From an optimization exercise on the open Yosys and OpenROAD flow, aimed at small area; shortcuts taken in it are not production practice.
Only simulation tests tie the RTL to the original design; equivalence was not proved.

==> run X: inputs <==
// sd_input
module sd_input (
    input  wire        clk,
    input  wire        rst,
    input  wire        en,
    input  wire        cmp_en,
    input  wire [8:0]  ctl_osr,
    input  wire [5:0]  prot_osr,
    input  wire [7:0]  cmp_cnt,
    input  wire [15:0] thr_hi,
    input  wire [15:0] thr_lo,
    input  wire [14:0] hys,
    input  wire        smp,
    input  wire        d,
    output reg  [23:0] ctl_res,
    output reg  [23:0] prot_res,
    output reg         cmp,
    output reg         stuck,
    output wire        invalid
);
export LEC_CHECK = 0
export ABC_AREA = 1
export CAP_MARGIN = 20
export CORE_MARGIN = 2
export CORE_UTILIZATION = 50
export CTS_CLUSTER_DIAMETER = 120
export CTS_CLUSTER_SIZE = 20
export PLACE_DENSITY = 0.65
export SLEW_MARGIN = 20
export SYNTH_MEMORY_MAX_BITS = 100000
create_clock -name core_clock -period 180.0 [get_ports {clk}]
standard.sh (not shown) runs the stock make flow with config.mk's settings and CLKGATE_MAP_FILE= SYNTH_SCRIPT=/design/flow/synth_recipe.tcl, a recipe that flattens the netlist after the stock synthesis.
==> flow/flow/run.sh <==
#!/bin/bash
# The standard layout (standard.sh), with changes to what it places: the
# port buffers are the smallest buffer cell, and clock tree synthesis uses
# clkbuf_8 buffers, clusters of at most 12 sinks within 100 um, and no dummy
# loads. Each tool's output goes to standard.log and the ORFS logs under
# orfs/logs.
set -euo pipefail
export BUFFER_PORTS_ARGS="-buffer_cell sky130_fd_sc_hd__buf_1"
export CTS_ARGS="-sink_clustering_enable -repair_clock_nets -sink_clustering_size 12 -sink_clustering_max_diameter 100 -buf_list sky130_fd_sc_hd__clkbuf_8 -dont_use_dummy_load"
bash standard.sh > standard.log 2>&1
==> run P: changes against run X <==
--- a/flow/design.v
+++ b/flow/design.v
@@ -6,14 +6,13 @@
     parameter DW  = 24,                 
     parameter NS  = 4,                  
     parameter NA  = 7,                  
     parameter PA  = 3,                  
     parameter NE  = 8,                  
     parameter EZ  = 0,                  
-    parameter EB  = 1,                  
-    parameter LS  = 0                   
+    parameter EB  = 1                   
 ) (
     input  wire          clk,
     input  wire          clr,           
     input  wire          edge_in,       
     input  wire          d,
     input  wire          xr,            
@@ -55,13 +54,13 @@
     reg  [DW-1:0] rem;
     reg  [24:0]   a;
     reg  [NE-1:0] e;
     wire phA0 = (ph == 4'd0);
     wire phA  = (ph < NA);
     wire zb   = zero & (EZ == 0) & (EB != 0);   
-    wire phB0 = zb | ((ph == NA) && (EB != 0));
+    wire phB0 = zb | (ph == NA);
     wire phB  = zb | ((ph >= NA) && (ph < NA + NB));
     reg  [DW-1:0] rin;
     reg  [NS-1:0] bin;
     integer m;
     always @(*) begin
         rin = rem;
@@ -88,55 +87,45 @@
             wire [DW:0]   t = {rs[gs], bin[NS-1-gs]};
             wire [DW+1:0] bw;           
             wire [DW:0]   df;
             assign bw[0] = 1'b0;
             for (gb = 0; gb <= DW; gb = gb + 1) begin : g_b
                 assign df[gb]   = t[gb] ^ r3[gb] ^ bw[gb];
-                assign bw[gb+1] = (~t[gb] & r3[gb]) | (~t[gb] & bw[gb]) | (r3[gb] & bw[gb]);
+                assign bw[gb+1] = (~t[gb] & r3[gb]) | (~(t[gb] ^ r3[gb]) & bw[gb]);
             end
             assign qs[NS-1-gs] = ~bw[DW+1];
             assign rs[gs+1] = bw[DW+1] ? t[DW-1:0] : df[DW-1:0];
         end
     endgenerate
     always @(posedge clk) begin
-        if (LS != 0 && zero)
-            rem <= {DW{1'b0}};
-        else if (LS == 0 || ph < NA)
-            rem <= rs[NS];
+        rem <= rs[NS];
         if (zero)
             a <= 25'd0;
         else if (phA)
             a <= {a[24-NS:0], qs};
         if (zero && EZ != 0)
             e <= e_init;
         else if (phB0)
             e <= {(zb ? {(NE-NS){1'b0}} : rem[NE-NS-1:0]), qs};
         else if (phB)
             e <= {e[NE-NS-1:0], qs};
     end
-    wire [DW-1:0] rk   = (LS != 0) ? rs[1] : rem;
-    wire          alsb = qs[NS-1];
-    reg           cbit, lsb_r;
-    wire [DW:0]   rk_x = rk;
-    wire [DW:0]   g_d;
-    wire          g_ge;
-    rca #(DW + 1) g_sub (.a(rk_x), .b(~g0), .ci(1'b1), .s(g_d), .co(g_ge));
+    reg  cbit;
+    wire [DW:0] rem_x = rem;
+    wire [DW:0] g_d;
+    wire        g_ge;
+    rca #(DW + 1) g_sub (.a(rem_x), .b(~g0), .ci(1'b1), .s(g_d), .co(g_ge));
     always @(posedge clk)
-        if (zero) begin
-            cbit  <= 1'b0;
-            lsb_r <= 1'b0;
-        end else if ((LS == 0) ? (ph == NA) : edge_in) begin
-            cbit  <= g_ge;
-            lsb_r <= alsb;
-        end
-    wire          cb_u  = (LS != 0 && edge_in) ? g_ge : cbit;
-    wire [NE-1:0] e_out = (EB != 0) ? e : (cb_u ? e1_init : e_init);
-    wire [24:0]   a_u   = (LS == 0) ? a : {a[23:0], (edge_in ? alsb : lsb_r)};
+        if (zero)
+            cbit <= 1'b0;
+        else if (ph == NA)
+            cbit <= g_ge;
+    wire [NE-1:0] e_out = (EB != 0) ? e : (cbit ? e1_init : e_init);
     wire [24:0] ae;
     wire        ae_co;
-    rca #(25) o_add (.a(a_u), .b(hold_d ? {{(25-NE){1'b0}}, e_out} : 25'd0), .ci(1'b1),
+    rca #(25) o_add (.a(a), .b(hold_d ? {{(25-NE){1'b0}}, e_out} : 25'd0), .ci(1'b1),
                      .s(ae), .co(ae_co));
     wire [24:0] q = {ae_co, ae[24:1]};
     assign result = q[24] ? 24'h7FFFFF : {~q[23], q[22:0]};
 endmodule
 module rca #(
     parameter N = 8
@@ -150,13 +139,13 @@
     wire [N:0] c;
     assign c[0] = ci;
     genvar i;
     generate
         for (i = 0; i < N; i = i + 1) begin : g_bit
             assign s[i]   = a[i] ^ b[i] ^ c[i];
-            assign c[i+1] = (a[i] & b[i]) | (a[i] & c[i]) | (b[i] & c[i]);
+            assign c[i+1] = (a[i] & b[i]) | (c[i] & (a[i] ^ b[i]));
         end
     endgenerate
     assign co = c[N];
 endmodule
 module sd_input (
     input  wire        clk,
@@ -194,40 +183,50 @@
         end else begin
             en_q <= en;
             v1   <= edge0;
             v2   <= v1;
         end
     end
-    wire [7:0]  ci = ctl_r - 9'd64;
-    wire [6:0]  cw;
-    wire        cw_co;
-    rca #(7) cw_add (.a(ci[6:0]), .b({1'b0, {6{ci[7]}}}), .ci(1'b0), .s(cw), .co(cw_co));
-    wire [63:0] hf;                      
-    wire        t1, t2, t3;
-    rdelay u_d1 (.clk(clk), .sh(edge0), .din(d),  .w(cw), .s65(ci[7]), .fixed(hf), .dout(t1));
-    rdelay u_d2 (.clk(clk), .sh(edge0), .din(t1), .w(cw), .s65(ci[7]), .fixed(),   .dout(t2));
-    rdelay u_d3 (.clk(clk), .sh(edge0), .din(t2), .w(cw), .s65(ci[7]), .fixed(),   .dout(t3));
-    reg  [31:0] hx;                      
-    always @(posedge clk)
-        if (edge0)
-            hx <= {hx[30:0], hf[63]};
-    wire [95:0] hist = {hx, hf};
+    reg [767:0] hist;                    
     reg [9:0]   nedge;                   
     wire [9:0]  nedge_p1;
     wire        ne_co;
     rca #(10) ne_inc (.a(nedge), .b(10'd0), .ci(1'b1), .s(nedge_p1), .co(ne_co));
     always @(posedge clk) begin
+        if (edge0)
+            hist <= {hist[766:0], d};
         if (clr)
             nedge <= 10'd0;
         else if (edge0 && !(nedge[9] && nedge[8]))
             nedge <= nedge_p1;
     end
+    wire [7:0]   ci = ctl_r - 9'd64;
     wire [4:0]   pi = prot_r - 6'd16;
+    wire [15:0]  ci_lo = 16'd1 << ci[3:0];
+    wire [12:0]  ci_hi = 13'd1 << ci[7:4];
+    wire [207:0] tc1, tc2, tc3;
+    wire [12:0]  gc1, gc2, gc3;
     wire [16:0]  tp1, tp2, tp3;
     genvar g;
     generate
+        for (g = 0; g < 208; g = g + 1) begin : g_tc
+            if (g < 193) begin : g_in
+                assign tc1[g] = hist[g + 63] & ci_lo[g % 16];
+                assign tc2[g] = hist[2 * g + 127] & ci_lo[g % 16];
+                assign tc3[g] = hist[3 * g + 191] & ci_lo[g % 16];
+            end else begin : g_out
+                assign tc1[g] = 1'b0;
+                assign tc2[g] = 1'b0;
+                assign tc3[g] = 1'b0;
+            end
+        end
+        for (g = 0; g < 13; g = g + 1) begin : g_gc
+            assign gc1[g] = (|tc1[16 * g +: 16]) & ci_hi[g];
+            assign gc2[g] = (|tc2[16 * g +: 16]) & ci_hi[g];
+            assign gc3[g] = (|tc3[16 * g +: 16]) & ci_hi[g];
+        end
         for (g = 0; g < 17; g = g + 1) begin : g_tp
             assign tp1[g] = hist[g + 15];
             assign tp2[g] = hist[2 * g + 31];
             assign tp3[g] = hist[3 * g + 47];
         end
     endgenerate
@@ -242,15 +241,15 @@
     uge #(10) c_ge1 (.a(nedge), .b({1'b0, ctl_r}), .ge(c_m1));
     uge #(10) c_ge2 (.a(nedge), .b(ctl_2r), .ge(c_m2));
     uge #(10) c_ge3 (.a(nedge), .b(ctl_3r), .ge(c_m3));
     uge #(10) p_ge1 (.a(nedge), .b({4'b0000, prot_r}), .ge(p_m1));
     uge #(10) p_ge2 (.a(nedge), .b({3'b000, prot_2r}), .ge(p_m2));
     uge #(10) p_ge3 (.a(nedge), .b({3'b000, prot_3r}), .ge(p_m3));
-    wire c_x1 = t1 & c_m1;
-    wire c_x2 = t2 & c_m2;
-    wire c_x3 = t3 & c_m3;
+    wire c_x1 = (|gc1) & c_m1;
+    wire c_x2 = (|gc2) & c_m2;
+    wire c_x3 = (|gc3) & c_m3;
     wire p_x1 = tp1[pi] & p_m1;
     wire p_x2 = tp2[pi] & p_m2;
     wire p_x3 = tp3[pi] & p_m3;
     reg  [24:0] ctl_r3;
     always @(*) begin
         case (ctl_r)
@@ -533,13 +532,13 @@
         .xr(c_x1), .x2r(c_x2), .x3r(c_x3), .r3(ctl_r3),
         .zero(zero), .e_init(8'd0), .e1_init(8'd0), .g0(25'd0), .ph(ph),
         .hold_d(hist[0]),
         .result(ctl_q)
     );
     sinc3_filter #(.RW(6), .W1(8), .W2(12), .W3(16), .DW(15),
-                   .NS(3), .NA(8), .PA(0), .NE(15), .EZ(1), .EB(0), .LS(1)) u_prot (
+                   .NS(4), .NA(7), .PA(3), .NE(15), .EZ(1), .EB(0)) u_prot (
         .clk(clk), .clr(clr), .edge_in(edge0), .d(d),
         .xr(p_x1), .x2r(p_x2), .x3r(p_x3), .r3(prot_r3),
         .zero(zero), .e_init(prot_e0), .e1_init(prot_e1), .g0(prot_g0), .ph(ph),
         .hold_d(edge0 ? d : hist[0]), .result(prot_q)
     );
     wire [15:0] pp = prot_q[23:8];
@@ -558,13 +557,13 @@
         if (edge0)
             cls_b <= cmp ? in_band : outside;
     reg  [7:0] n_cls;
     wire [7:0] n_cls_p1;
     wire       nc_co;
     rca #(8) nc_inc (.a(n_cls), .b(8'd0), .ci(1'b1), .s(n_cls_p1), .co(nc_co));
-    wire [7:0] n_cls_n = cls_b ? n_cls_p1 : 8'd0;
+    wire [7:0] n_cls_n = cls_b ? ((n_cls == 8'hFF) ? n_cls : n_cls_p1) : 8'd0;
     wire       cls_hit;
     uge #(8) c_hit (.a(n_cls_n), .b(cnt), .ge(cls_hit));
     reg  [8:0] run;
     reg  [9:0] clear_in;
     wire       last   = hist[1] & (nedge > 10'd1);
     wire       change = hist[0] ^ last;
@@ -632,42 +631,6 @@
     input  wire [N-1:0] a,
     input  wire [N-1:0] b,
     output wire         ge
 );
     uge #(N) u_ge (.a({~a[N-1], a[N-2:0]}), .b({~b[N-1], b[N-2:0]}), .ge(ge));
 endmodule
-module rdelay (
-    input  wire        clk,
-    input  wire        sh,               
-    input  wire        din,
-    input  wire [6:0]  w,                
-    input  wire        s65,              
-    output wire [63:0] fixed,            
-    output wire        dout              
-);
-    reg  [63:0] f;
-    always @(posedge clk)
-        if (sh)
-            f <= {f[62:0], din};
-    assign fixed = f;
-    wire [8:0] c;                        
-    assign c[0] = f[63];
-    genvar i;
-    generate
-        for (i = 0; i < 8; i = i + 1) begin : g_seg
-            localparam L = (i == 7) ? 65 : (1 << i);
-            reg  [L-1:0] s;
-            if (L == 1) begin : g_one
-                always @(posedge clk)
-                    if (sh)
-                        s <= c[i];
-            end else begin : g_more
-                always @(posedge clk)
-                    if (sh)
-                        s <= {s[L-2:0], c[i]};
-            end
-            wire on = (i == 7) ? s65 : w[i];
-            assign c[i+1] = on ? s[L-1] : c[i];
-        end
-    endgenerate
-    assign dout = c[8];
-endmodule
==> flow/flow/run.sh (replaced) <==
#!/bin/bash
# The standard layout (standard.sh), with two changes to what it places:
# the port buffers are the smallest buffer cell, and clock tree synthesis
# adds no dummy loads. Each tool's output goes to standard.log and the
# ORFS logs under orfs/logs.
set -euo pipefail
export BUFFER_PORTS_ARGS="-buffer_cell sky130_fd_sc_hd__buf_1"
export CTS_ARGS="-sink_clustering_enable -repair_clock_nets -sink_clustering_size 12 -sink_clustering_max_diameter 100 -buf_list sky130_fd_sc_hd__clkbuf_8 -dont_use_dummy_load"
bash standard.sh > standard.log 2>&1
==> run R: changes against run X <==
--- a/flow/design.v
+++ b/flow/design.v
@@ -6,14 +6,13 @@
     parameter DW  = 24,                 
     parameter NS  = 4,                  
     parameter NA  = 7,                  
     parameter PA  = 3,                  
     parameter NE  = 8,                  
     parameter EZ  = 0,                  
-    parameter EB  = 1,                  
-    parameter LS  = 0                   
+    parameter EB  = 1                   
 ) (
     input  wire          clk,
     input  wire          clr,           
     input  wire          edge_in,       
     input  wire          d,
     input  wire          xr,            
@@ -55,13 +54,13 @@
     reg  [DW-1:0] rem;
     reg  [24:0]   a;
     reg  [NE-1:0] e;
     wire phA0 = (ph == 4'd0);
     wire phA  = (ph < NA);
     wire zb   = zero & (EZ == 0) & (EB != 0);   
-    wire phB0 = zb | ((ph == NA) && (EB != 0));
+    wire phB0 = zb | (ph == NA);
     wire phB  = zb | ((ph >= NA) && (ph < NA + NB));
     reg  [DW-1:0] rin;
     reg  [NS-1:0] bin;
     integer m;
     always @(*) begin
         rin = rem;
@@ -88,55 +87,45 @@
             wire [DW:0]   t = {rs[gs], bin[NS-1-gs]};
             wire [DW+1:0] bw;           
             wire [DW:0]   df;
             assign bw[0] = 1'b0;
             for (gb = 0; gb <= DW; gb = gb + 1) begin : g_b
                 assign df[gb]   = t[gb] ^ r3[gb] ^ bw[gb];
-                assign bw[gb+1] = (~t[gb] & r3[gb]) | (~t[gb] & bw[gb]) | (r3[gb] & bw[gb]);
+                assign bw[gb+1] = (~t[gb] & r3[gb]) | (~(t[gb] ^ r3[gb]) & bw[gb]);
             end
             assign qs[NS-1-gs] = ~bw[DW+1];
             assign rs[gs+1] = bw[DW+1] ? t[DW-1:0] : df[DW-1:0];
         end
     endgenerate
     always @(posedge clk) begin
-        if (LS != 0 && zero)
-            rem <= {DW{1'b0}};
-        else if (LS == 0 || ph < NA)
-            rem <= rs[NS];
+        rem <= rs[NS];
         if (zero)
             a <= 25'd0;
         else if (phA)
             a <= {a[24-NS:0], qs};
         if (zero && EZ != 0)
             e <= e_init;
         else if (phB0)
             e <= {(zb ? {(NE-NS){1'b0}} : rem[NE-NS-1:0]), qs};
         else if (phB)
             e <= {e[NE-NS-1:0], qs};
     end
-    wire [DW-1:0] rk   = (LS != 0) ? rs[1] : rem;
-    wire          alsb = qs[NS-1];
-    reg           cbit, lsb_r;
-    wire [DW:0]   rk_x = rk;
-    wire [DW:0]   g_d;
-    wire          g_ge;
-    rca #(DW + 1) g_sub (.a(rk_x), .b(~g0), .ci(1'b1), .s(g_d), .co(g_ge));
+    reg  cbit;
+    wire [DW:0] rem_x = rem;
+    wire [DW:0] g_d;
+    wire        g_ge;
+    rca #(DW + 1) g_sub (.a(rem_x), .b(~g0), .ci(1'b1), .s(g_d), .co(g_ge));
     always @(posedge clk)
-        if (zero) begin
-            cbit  <= 1'b0;
-            lsb_r <= 1'b0;
-        end else if ((LS == 0) ? (ph == NA) : edge_in) begin
-            cbit  <= g_ge;
-            lsb_r <= alsb;
-        end
-    wire          cb_u  = (LS != 0 && edge_in) ? g_ge : cbit;
-    wire [NE-1:0] e_out = (EB != 0) ? e : (cb_u ? e1_init : e_init);
-    wire [24:0]   a_u   = (LS == 0) ? a : {a[23:0], (edge_in ? alsb : lsb_r)};
+        if (zero)
+            cbit <= 1'b0;
+        else if (ph == NA)
+            cbit <= g_ge;
+    wire [NE-1:0] e_out = (EB != 0) ? e : (cbit ? e1_init : e_init);
     wire [24:0] ae;
     wire        ae_co;
-    rca #(25) o_add (.a(a_u), .b(hold_d ? {{(25-NE){1'b0}}, e_out} : 25'd0), .ci(1'b1),
+    rca #(25) o_add (.a(a), .b(hold_d ? {{(25-NE){1'b0}}, e_out} : 25'd0), .ci(1'b1),
                      .s(ae), .co(ae_co));
     wire [24:0] q = {ae_co, ae[24:1]};
     assign result = q[24] ? 24'h7FFFFF : {~q[23], q[22:0]};
 endmodule
 module rca #(
     parameter N = 8
@@ -150,13 +139,13 @@
     wire [N:0] c;
     assign c[0] = ci;
     genvar i;
     generate
         for (i = 0; i < N; i = i + 1) begin : g_bit
             assign s[i]   = a[i] ^ b[i] ^ c[i];
-            assign c[i+1] = (a[i] & b[i]) | (a[i] & c[i]) | (b[i] & c[i]);
+            assign c[i+1] = (a[i] & b[i]) | (c[i] & (a[i] ^ b[i]));
         end
     endgenerate
     assign co = c[N];
 endmodule
 module sd_input (
     input  wire        clk,
@@ -533,13 +522,13 @@
         .xr(c_x1), .x2r(c_x2), .x3r(c_x3), .r3(ctl_r3),
         .zero(zero), .e_init(8'd0), .e1_init(8'd0), .g0(25'd0), .ph(ph),
         .hold_d(hist[0]),
         .result(ctl_q)
     );
     sinc3_filter #(.RW(6), .W1(8), .W2(12), .W3(16), .DW(15),
-                   .NS(3), .NA(8), .PA(0), .NE(15), .EZ(1), .EB(0), .LS(1)) u_prot (
+                   .NS(4), .NA(7), .PA(3), .NE(15), .EZ(1), .EB(0)) u_prot (
         .clk(clk), .clr(clr), .edge_in(edge0), .d(d),
         .xr(p_x1), .x2r(p_x2), .x3r(p_x3), .r3(prot_r3),
         .zero(zero), .e_init(prot_e0), .e1_init(prot_e1), .g0(prot_g0), .ph(ph),
         .hold_d(edge0 ? d : hist[0]), .result(prot_q)
     );
     wire [15:0] pp = prot_q[23:8];
@@ -558,13 +547,13 @@
         if (edge0)
             cls_b <= cmp ? in_band : outside;
     reg  [7:0] n_cls;
     wire [7:0] n_cls_p1;
     wire       nc_co;
     rca #(8) nc_inc (.a(n_cls), .b(8'd0), .ci(1'b1), .s(n_cls_p1), .co(nc_co));
-    wire [7:0] n_cls_n = cls_b ? n_cls_p1 : 8'd0;
+    wire [7:0] n_cls_n = cls_b ? ((n_cls == 8'hFF) ? n_cls : n_cls_p1) : 8'd0;
     wire       cls_hit;
     uge #(8) c_hit (.a(n_cls_n), .b(cnt), .ge(cls_hit));
     reg  [8:0] run;
     reg  [9:0] clear_in;
     wire       last   = hist[1] & (nedge > 10'd1);
     wire       change = hist[0] ^ last;
==> flow/flow/run.sh (replaced) <==
#!/bin/bash
# The standard layout (standard.sh), with two changes to what it places:
# the port buffers are the smallest buffer cell, and clock tree synthesis
# adds no dummy loads. Each tool's output goes to standard.log and the
# ORFS logs under orfs/logs.
set -euo pipefail
export BUFFER_PORTS_ARGS="-buffer_cell sky130_fd_sc_hd__buf_1"
export CTS_ARGS="-sink_clustering_enable -repair_clock_nets -sink_clustering_size 20 -sink_clustering_max_diameter 120 -dont_use_dummy_load"
bash standard.sh > standard.log 2>&1
==> run Z: changes against run X <==
--- a/flow/design.v
+++ b/flow/design.v
@@ -558,13 +558,13 @@
         if (edge0)
             cls_b <= cmp ? in_band : outside;
     reg  [7:0] n_cls;
     wire [7:0] n_cls_p1;
     wire       nc_co;
     rca #(8) nc_inc (.a(n_cls), .b(8'd0), .ci(1'b1), .s(n_cls_p1), .co(nc_co));
-    wire [7:0] n_cls_n = cls_b ? n_cls_p1 : 8'd0;
+    wire [7:0] n_cls_n = cls_b ? ((n_cls == 8'hFF) ? n_cls : n_cls_p1) : 8'd0;
     wire       cls_hit;
     uge #(8) c_hit (.a(n_cls_n), .b(cnt), .ge(cls_hit));
     reg  [8:0] run;
     reg  [9:0] clear_in;
     wire       last   = hist[1] & (nedge > 10'd1);
     wire       change = hist[0] ^ last;
==> flow/flow/run.sh (replaced) <==
#!/bin/bash
# The standard layout (standard.sh), with two changes to what it places:
# the port buffers are the smallest buffer cell, and clock tree synthesis
# adds no dummy loads. Each tool's output goes to standard.log and the
# ORFS logs under orfs/logs.
set -euo pipefail
export BUFFER_PORTS_ARGS="-buffer_cell sky130_fd_sc_hd__buf_1"
export CTS_ARGS="-sink_clustering_enable -repair_clock_nets -sink_clustering_size 12 -sink_clustering_max_diameter 100 -buf_list sky130_fd_sc_hd__clkbuf_8 -dont_use_dummy_load"
bash standard.sh > standard.log 2>&1
==> summary.txt <==
clk slew on worst S/H paths 100 ps; adder and majority cell fraction of the synthesized area 13.94%; CP Depth 150; status finished clean; Top Registers u_d2.g_seg.s: 192 flops, u_d3.g_seg.s: 192 flops, u_d1.g_seg.s: 191 flops; # placed instances 5803; critical path data arrival time 83820 ps; synth cell count leaders nand2_1 (837), edfxtp_1 (808), inv_1 (426), a21oi_1 (310), nor2_1 (298)
[end of results for run X]
==> summary.txt <==
status finished clean; # placed instances 5850; multi-input logic area 0.01947 mm²; critical path data arrival time 85230 ps; adder and majority cell fraction of the synthesized area 16.58%; Top Registers u_d2.g_seg.s: 192 flops, u_d3.g_seg.s: 192 flops, u_d1.g_seg.s: 191 flops; synth cell count leaders edfxtp_1 (808), nand2_1 (718), inv_1 (497), nor2_1 (341), o21ai_0 (325)
[end of results for run R]
==> summary.txt <==
status finished clean; Cell variety after synth 76; CP Depth 152; clk slew on worst S/H paths 100 ps; adder and majority cell fraction of the synthesized area 13.93%; Top Registers u_d2.g_seg.s: 192 flops, u_d3.g_seg.s: 192 flops, u_d1.g_seg.s: 191 flops; maximum clock insertion buffer count 3; critical path data arrival time 84960 ps; drt via density 5.558; predominant post-synthesis flop cell edfxtp_1; area grow syn2layout 6.603%
[end of results for run Z]
==> summary.txt <==
status finished clean; adder and majority cell fraction of the synthesized area 15.89%; dominant cells by area after synthesis edfxtp_1 (43%), fa_1 (11%), dfxtp_1 (10%); H-tree depth 3; diodes inserted 2; critical path data arrival time 85160 ps; largest net degree at the start of global routing 210; commonest non-fill, non-tap cell in the layout nand2_1; Post-Synth XOR/XNOR Area 0.3065%; CP Depth 154; clk slew on worst S/H paths 90 ps
[end of results for run P]

==> static timing again, ports no longer ideal <==
The flow's constraints put no driver on any port. The routed layouts listed below were extracted and timed again, unchanged, in two steps. Step 1, drivers: a clkbuf_16 drives clk and a buf_2 each remaining input, both assumed. Step 2 moves the port delays by t, midway between the first and last clock arrival at a register: inputs arrive t later, outputs are due t later. That takes back most of the time a late clock gives input paths. Three values: ideal, step 1, step 2; two values: the first two.
run | t (ns) | slack for setup (ns) | worst register clock-pin slew, ns | cell pins on the clock port's net
run X | 0.800 | 96.830 / 96.876 / 96.076 | 0.10 / 0.10 | 1
run P | 0.793 | 95.501 / 95.501 / 94.707 | 0.10 / 0.10 | 1
run R | 0.721 | 95.351 / 95.391 / 94.671 | 0.09 / 0.09 | 1
run Z | 0.777 | 95.691 / 95.732 / 94.955 | 0.10 / 0.10 | 1
After both steps every run listed still meets setup and hold. The setup slack of run P, which loses most, moves by 0.000 ns with the drivers and by -0.794 ns with both steps.
